Background: an optimization exercise with open tools, aiming at small area, a short achievable clock period and few clock cycles per item. Do not read the settings as production practice. Where RTL was checked, it was by simulation tests only, not by an equivalence proof against the original.

==> inputs of wip/onyx <==
// fma32
module fma32 (
    input  wire        clk,
    input  wire        rst,         
    input  wire        in_valid,
    input  wire [31:0] a,
    input  wire [31:0] b,
    input  wire [31:0] c,
    input  wire        strict,      
    input  wire [1:0]  rnd,         
    output reg         out_valid,
    output wire [31:0] result,
    output wire [3:0]  flags        
);
make LEC_CHECK=0 CAP_MARGIN=20 CORE_MARGIN=2 CORE_UTILIZATION=40 SLEW_MARGIN=20 finish   # period 28.0 ns
run.sh (not shown) runs the stock make flow with config.mk's settings and CLKGATE_MAP_FILE= SYNTH_SCRIPT=/design/flow/synth_recipe.tcl, a recipe that flattens the netlist after the stock synthesis.
==> inputs of wip/maple, as changes to wip/onyx <==
--- a/flow/design.v
+++ b/flow/design.v
@@ -48,86 +48,89 @@
         end else if (c_inf) begin
             s_sign = sc; s_quiet = 1'b0;
         end else begin
             s_sign = (sp == sc) ? sp : (rm == RDN);
             s_expff = 1'b0; s_quiet = 1'b0;
         end
     end
-    wire [23:0] ma = {~a_e0, fa & {23{~a_e0 | strict}}};
-    wire [23:0] mb = {~b_e0, fb & {23{~b_e0 | strict}}};
-    wire [23:0] mc = {~c_e0, fc & {23{~c_e0 | strict}}};
+    wire        ckill = ~strict & c_e0 & ~c_f0;
+    wire [23:0] ma = {~a_e0, fa};
+    wire [23:0] mb = {~b_e0, fb};
+    wire [23:0] mc = {~c_e0, fc};
     wire [7:0]  xa = {ea[7:1], ea[0] | a_e0};
     wire [7:0]  xb = {eb[7:1], eb[0] | b_e0};
     wire [7:0]  xc = {ec[7:1], ec[0] | c_e0};
     wire [9:0] xab  = {2'b0, xa} + {2'b0, xb};
-    wire signed [10:0] rs_raw = {3'b0, xa} + {3'b0, xb} + {3'b111, ~xc} + 11'd1949;
+    wire signed [10:0] rs_raw = {3'b0, ea} + {3'b0, eb} + {3'b111, ~ec}
+                              + {10'd0, a_e0} + {10'd0, b_e0} + {10'd0, ~c_e0} + 11'd1948;
     wire       clamp = rs_raw[10] | prod_zero;
     wire       big   = ~clamp & (rs_raw[9:0] > 10'd77);
-    wire [6:0] rs    = clamp ? 7'd0 : rs_raw[6:0];
     wire signed [10:0] etop = clamp ? $signed({3'b0, xc}) + 11'sd1
                                     : $signed({1'b0, xab}) - 11'sd99;
+    wire [6:0] rs    = rs_raw[6:0];
     wire [76:0] cal = {mc, 53'd0} >> rs;
     reg         cst;
     integer     i;
     always @* begin
         cst = 1'b0;
         for (i = 0; i < 24; i = i + 1)
             if (rs > 7'd53 + i[6:0]) cst = cst | mc[i];
     end
-    wire        cstick = big ? (mc != 24'd0) : cst;
-    wire [76:0] calb   = big ? 77'd0 : cal;
+    wire        cstick = ~ckill & ~clamp & (big ? (mc != 24'd0) : cst);
+    wire [76:0] calb   = (big | ckill) ? 77'd0 : clamp ? {mc, 53'd0} : cal;
     wire [77:0] cw     = {1'b0, calb[76:1], calb[0] | cstick};
-    wire [78:0] cx     = {1'b0, cw} ^ {79{eff_sub}};
+    wire [78:0] cxa    = {1'b0, cw} ^ {79{eff_sub}};
+    wire [78:0] cx     = {cxa[78:77], spec ? s_pay : cxa[76:55], cxa[54:0]};
     wire [78:0] xr;
     wire [52:0] yr;
     fma_tree u_tree (.x(ma), .y(mb), .cx(cx), .xr(xr), .yr(yr));
     reg [78:0] r1_xr;
     reg [52:0] r1_yr;
-    reg signed [10:0] r1_etop;
+    reg signed [10:0] r1_etop;    
     reg        r1_sp, r1_sub, r1_strict, r1_uf;
     reg [1:0]  r1_rm;
     reg        r1_spec, r1_ssign, r1_sexpff, r1_squiet, r1_sinv;
-    reg [21:0] r1_spay;
     always @(posedge clk) begin
-        r1_xr <= xr; r1_yr <= yr; r1_etop <= etop; r1_sp <= sp; r1_sub <= eff_sub;
+        r1_xr <= xr; r1_yr <= yr; r1_etop <= etop + 11'sd24; r1_sp <= sp; r1_sub <= eff_sub;
         r1_strict <= strict; r1_uf <= in_uf; r1_rm <= rm;
         r1_spec <= spec; r1_ssign <= s_sign; r1_sexpff <= s_expff;
-        r1_squiet <= s_quiet; r1_sinv <= s_inv; r1_spay <= s_pay;
+        r1_squiet <= s_quiet; r1_sinv <= s_inv;
     end
     wire [77:0] mag;
     wire        neg;
     fma_cpa u_cpa (.xr(r1_xr), .yr(r1_yr), .sub(r1_sub), .mag(mag), .neg(neg));
-    wire signed [10:0] mpos = 11'sd78 - r1_etop;
+    wire signed [10:0] mpos = 11'sd102 - r1_etop;
     wire        tiny  = (mpos > 11'sd101);
     wire [101:0] marker = (mpos[10] | tiny) ? 102'd0 : (102'd1 << mpos[6:0]);
     wire [6:0]  t;
     fma_lzc u_lzc (.mag(mag), .marker(marker), .t(t));
-    reg [77:0] r2_mag;
-    reg [6:0]  r2_t;
+    wire [23:0] mnz;
+    wire        rbz, stkz;
+    fma_shift u_shift (.mag(mag), .t(t), .mn(mnz), .rb(rbz), .stk(stkz));
+    wire        mzero = (mag == 78'd0);
+    reg [23:0] r2_mnz;
     reg signed [10:0] r2_etop;
+    reg [6:0]  r2_t;
+    reg        r2_rbz, r2_stkz, r2_mzero;
     reg        r2_tiny, r2_sign, r2_strict, r2_uf;
     reg [1:0]  r2_rm;
     reg        r2_spec, r2_ssign, r2_sexpff, r2_squiet, r2_sinv;
-    reg [21:0] r2_spay;
     always @(posedge clk) begin
-        r2_mag <= mag; r2_t <= t; r2_etop <= r1_etop; r2_tiny <= tiny;
+        r2_mnz <= r1_spec ? {2'b00, r1_xr[76:55]} : mnz; r2_rbz <= rbz; r2_stkz <= stkz; r2_mzero <= mzero;
+        r2_etop <= r1_etop; r2_t <= t; r2_tiny <= tiny;
         r2_sign <= r1_sp ^ neg;
         r2_strict <= r1_strict; r2_uf <= r1_uf; r2_rm <= r1_rm;
         r2_spec <= r1_spec; r2_ssign <= r1_ssign; r2_sexpff <= r1_sexpff;
-        r2_squiet <= r1_squiet; r2_sinv <= r1_sinv; r2_spay <= r1_spay;
+        r2_squiet <= r1_squiet; r2_sinv <= r1_sinv;
     end
-    wire        r2_mzero = (r2_mag == 78'd0);
-    wire [23:0] mnz;
-    wire        rbz, stkz;
-    fma_shift u_shift (.mag(r2_mag), .t(r2_t), .mn(mnz), .rb(rbz), .stk(stkz));
-    wire [23:0] mn  = r2_tiny ? 24'd0 : mnz;
-    wire        r2_rb  = ~r2_tiny & rbz;
-    wire        r2_stk = r2_tiny | stkz;
+    wire [23:0] mn  = r2_tiny ? 24'd0 : r2_mnz;
+    wire        r2_rb  = ~r2_tiny & r2_rbz;
+    wire        r2_stk = r2_tiny | r2_stkz;
     wire        normal = mn[23];
-    wire signed [10:0] e_norm = r2_etop + 11'sd24 - $signed({4'd0, r2_t});
+    wire signed [10:0] e_norm = r2_etop - $signed({4'd0, r2_t});
     wire [7:0]  r2_efld = normal ? e_norm[7:0] : 8'd0;
     wire        r2_povf = normal & (e_norm >= 11'sd255);
     wire [22:0] r2_mn = mn[22:0];
     wire inexact = r2_rb | r2_stk;
     reg  inc;
     always @* begin
         case (r2_rm)
@@ -143,15 +146,15 @@
     wire res_zero = (rounded == 31'd0);
     wire res_sub  = (rounded[30:23] == 8'd0);
     reg [31:0] res_n;
     reg [3:0]  flg_n;
     always @* begin
         flg_n = 4'b0000;
         if (r2_spec) begin
-            res_n = {r2_ssign, {8{r2_sexpff}}, r2_squiet, r2_spay};
+            res_n = {r2_ssign, {8{r2_sexpff}}, r2_squiet, r2_mnz[21:0]};
             flg_n = {r2_sinv, 3'b000};
         end else if (r2_mzero) begin
             res_n = {(r2_rm == RDN), 31'd0};
         end else if (ovf) begin
             if (!r2_strict) begin
                 res_n = {r2_sign, 31'h7F7FFFFF};
                 flg_n = 4'b0010;
@@ -551,15 +554,14 @@
     wire p330 = y[23] & x[17];
     wire p331 = y[23] & x[18];
     wire p332 = y[23] & x[19];
     wire p333 = y[23] & x[20];
     wire p334 = y[23] & x[21];
     wire p335 = y[23] & x[22];
     wire p336 = y[23] & x[23];
-    wire [27:0] cxu = cx[78:51] - 1'b1;
     wire s337;
     wire c338;
     assign {c338, s337} = neg0 + p1;
     wire s339;
     wire c340;
     assign {c340, s339} = p2 + c338;
     wire s341;
@@ -1580,28 +1582,34 @@
     wire c1026;
     assign {c1026, s1025} = p312 + p336 + c1020;
     wire s1027;
     wire c1028;
     assign {c1028, s1027} = s1025 + c1022 + cx[50];
     wire s1029;
     wire c1030;
-    assign {c1030, s1029} = c1026 + c1028;
-    assign xr = {cxu[27], cxu[26], cxu[25], cxu[24], cxu[23], cxu[22], cxu[21], cxu[20], cxu[19], cxu[18], cxu[17], cxu[16], cxu[15], cxu[14], cxu[13], cxu[12], cxu[11], cxu[10], cxu[9], cxu[8], cxu[7], cxu[6], cxu[5], cxu[4], cxu[3], cxu[2], cxu[1], cxu[0], c1024, c1018, c1012, c1004, c996, c986, c976, c964, c952, c938, c924, c908, c892, c874, c856, c836, c816, c794, c772, c748, c724, s723, c672, c648, s647, c600, s599, c556, s555, c516, s515, c480, s479, c448, s447, c420, s419, c396, s395, c376, s375, s367, cx[8], cx[7], cx[6], cx[5], cx[4], cx[3], cx[2], cx[1], cx[0]};
+    assign {c1030, s1029} = c1026 + cx[51];
+    assign xr = {cx[78], cx[77], cx[76], cx[75], cx[74], cx[73], cx[72], cx[71], cx[70], cx[69], cx[68], cx[67], cx[66], cx[65], cx[64], cx[63], cx[62], cx[61], cx[60], cx[59], cx[58], cx[57], cx[56], cx[55], cx[54], cx[53], cx[52], c1028, c1024, c1018, c1012, c1004, c996, c986, c976, c964, c952, c938, c924, c908, c892, c874, c856, c836, c816, c794, c772, c748, c724, s723, c672, c648, s647, c600, s599, c556, s555, c516, s515, c480, s479, c448, s447, c420, s419, c396, s395, c376, s375, s367, cx[8], cx[7], cx[6], cx[5], cx[4], cx[3], cx[2], cx[1], cx[0]};
     assign yr = {c1030, s1029, s1027, s1023, s1017, s1011, s1003, s995, s985, s975, s963, s951, s937, s923, s907, s891, s873, s855, s835, s815, s793, s771, s747, 1'b0, s697, s671, 1'b0, s623, 1'b0, s577, 1'b0, s535, 1'b0, s497, 1'b0, s463, 1'b0, s433, 1'b0, s407, 1'b0, s385, 1'b0, 1'b0, s359, s353, s347, s343, s339, s337, 1'b0, 1'b0, 1'b0};
 endmodule
 module fma_cpa (
     input  wire [78:0] xr,
     input  wire [52:0] yr,
     input  wire        sub,
     output wire [77:0] mag,
     output wire        neg
 );
     wire [78:0] yf = {26'd0, yr};
-    wire [78:0] g0 = xr & yf;
-    wire [78:0] p0 = xr ^ yf;
+    wire [78:51] ua = ~xr[78:51];
+    wire [78:51] ub = {xr[77:51], 1'b0};
+    wire [78:51] us = ua ^ ub ^ yf[78:51];
+    wire [78:51] uc = {(ua[77:51] & ub[77:51]) | (ua[77:51] & yf[77:51]) | (ub[77:51] & yf[77:51]), 1'b0};
+    wire [78:0] xq = {us, xr[50:0]};
+    wire [78:0] yq = {uc, yf[50:0]};
+    wire [78:0] g0 = xq & yq;
+    wire [78:0] p0 = xq ^ yq;
     wire [78:0] gg, pp;
     wire G0_1 = g0[1] | (p0[1] & g0[0]);
     wire P0_1 = p0[1] & p0[0];
     wire G0_3 = g0[3] | (p0[3] & g0[2]);
     wire P0_3 = p0[3] & p0[2];
     wire G0_5 = g0[5] | (p0[5] & g0[4]);
     wire P0_5 = p0[5] & p0[4];
==> flow/flow/run.sh (new file) <==
#!/bin/bash
set -e
export SETUP_SLACK_MARGIN=21.4
bash standard.sh > standard.log 2>&1
==> flow/standard.sh (new file) <==
#!/bin/bash
# synth_recipe.tcl (not shown) runs the flow's synth.tcl, then flattens the netlist and writes it again
# the make line also repeats each setting of config.mk as NAME=value (left out here)
make -C /OpenROAD-flow-scripts/flow DESIGN_CONFIG=/design/flow/config.mk WORK_HOME=/design/flow/orfs CLKGATE_MAP_FILE= SYNTH_SCRIPT=/design/flow/synth_recipe.tcl "${@:-finish}"
Settings changed: ABC_AREA set to 1.
removed: flow/run.sh
==> run notes <==
metric                                                                                    wip/maple                  wip/onyx
Result of the run                                                           complete, no violations   complete, no violations
Number of rows in the core area                                                                 118                       126
Arrival time worst endpoint                                                                 1.05 ns                   9.13 ns
Final weighted congestion in routability-driven placement                                     1.046                     1.085
Portion of the clock cycle consumed by the worst path in the final layout                    0.2375                    0.3057
Max FFs per register                                                                             78                        79
WHS Endpoint                                                                        u_core.r2_rm[0]         u_core.r2_spay[7]
Post-CTS setup buffers                                                                           23                         0
Capturing element type of the critical path                                          primary output                      flop
Clock latency on the worst-skew pair                                                        0.62 ns                   0.71 ns
Number of nets produced by synthesis                                                           6862                      6830
Sinks on Clock Net                                                                              333                       430
Number of tapcells                                                                             1380                      1600
Post-placement cell count                                                                      7544                      7580
Routed met2 length                                                                         77.34 mm                  96.64 mm
Post-cts gate resize count                                                                      211                         0
Critical Path Slowest Stage Cell                                           sky130_fd_sc_hd__dfxtp_1  sky130_fd_sc_hd__o21ai_0
Critical path class                                                          flop to primary output              flop to flop
Area used by multi-input combinational logic                                             31330 um^2                35940 um^2
Final standard cell area without fillers                                                 46820 um^2                52090 um^2
Critical hold path startpoint                                                       u_core.r1_rm[0]         u_core.r1_spay[7]
Synthesized-area fraction occupied by and/or/nand/nor cells                                  0.2947                    0.1676
DP Wirelength                                                                              138.6 mm                  164.4 mm
Wire length of the first global-routing pass                                               264.9 mm                  324.2 mm
Core utilization of the finished layout                                                      0.4518                    0.4400
Sequential cell area share                                                                   0.1429                    0.1657
Testbench counts of wip/maple, summed over its fixed seeds: cycles 12,024, items 12,000.
The RTL of wip/onyx was laid out without a check of its function.

-- port drivers added, routing unchanged --
Ports are ideal in the flow. The routed layouts listed here were re-timed in OpenROAD.
Step 1 (the two cells are an assumption about what drives the block):
set clk [get_ports {clk}]
set_driving_cell -lib_cell sky130_fd_sc_hd__clkbuf_16 $clk
set_driving_cell -lib_cell sky130_fd_sc_hd__buf_2 [delete_from_list [all_inputs] $clk]
Step 2 times the ports against the registers' clock, not the clock port: input delays grow and output delays shrink by t, the midpoint of the rising clock arrivals with the driver on.
a / b / c = ideal / step 1 / step 2; a / b = the first two.
run | t, ns | setup slack, ns | hold WS [ns]
wip/onyx | 0.749 | 19.440 / 19.440 / 19.440 | 0.274 / 0.274 / 0.274
wip/maple | 0.678 | 21.351 / 21.279 / 21.596 | 0.326 / 0.326 / 0.326
After both steps every run listed still meets setup and hold.
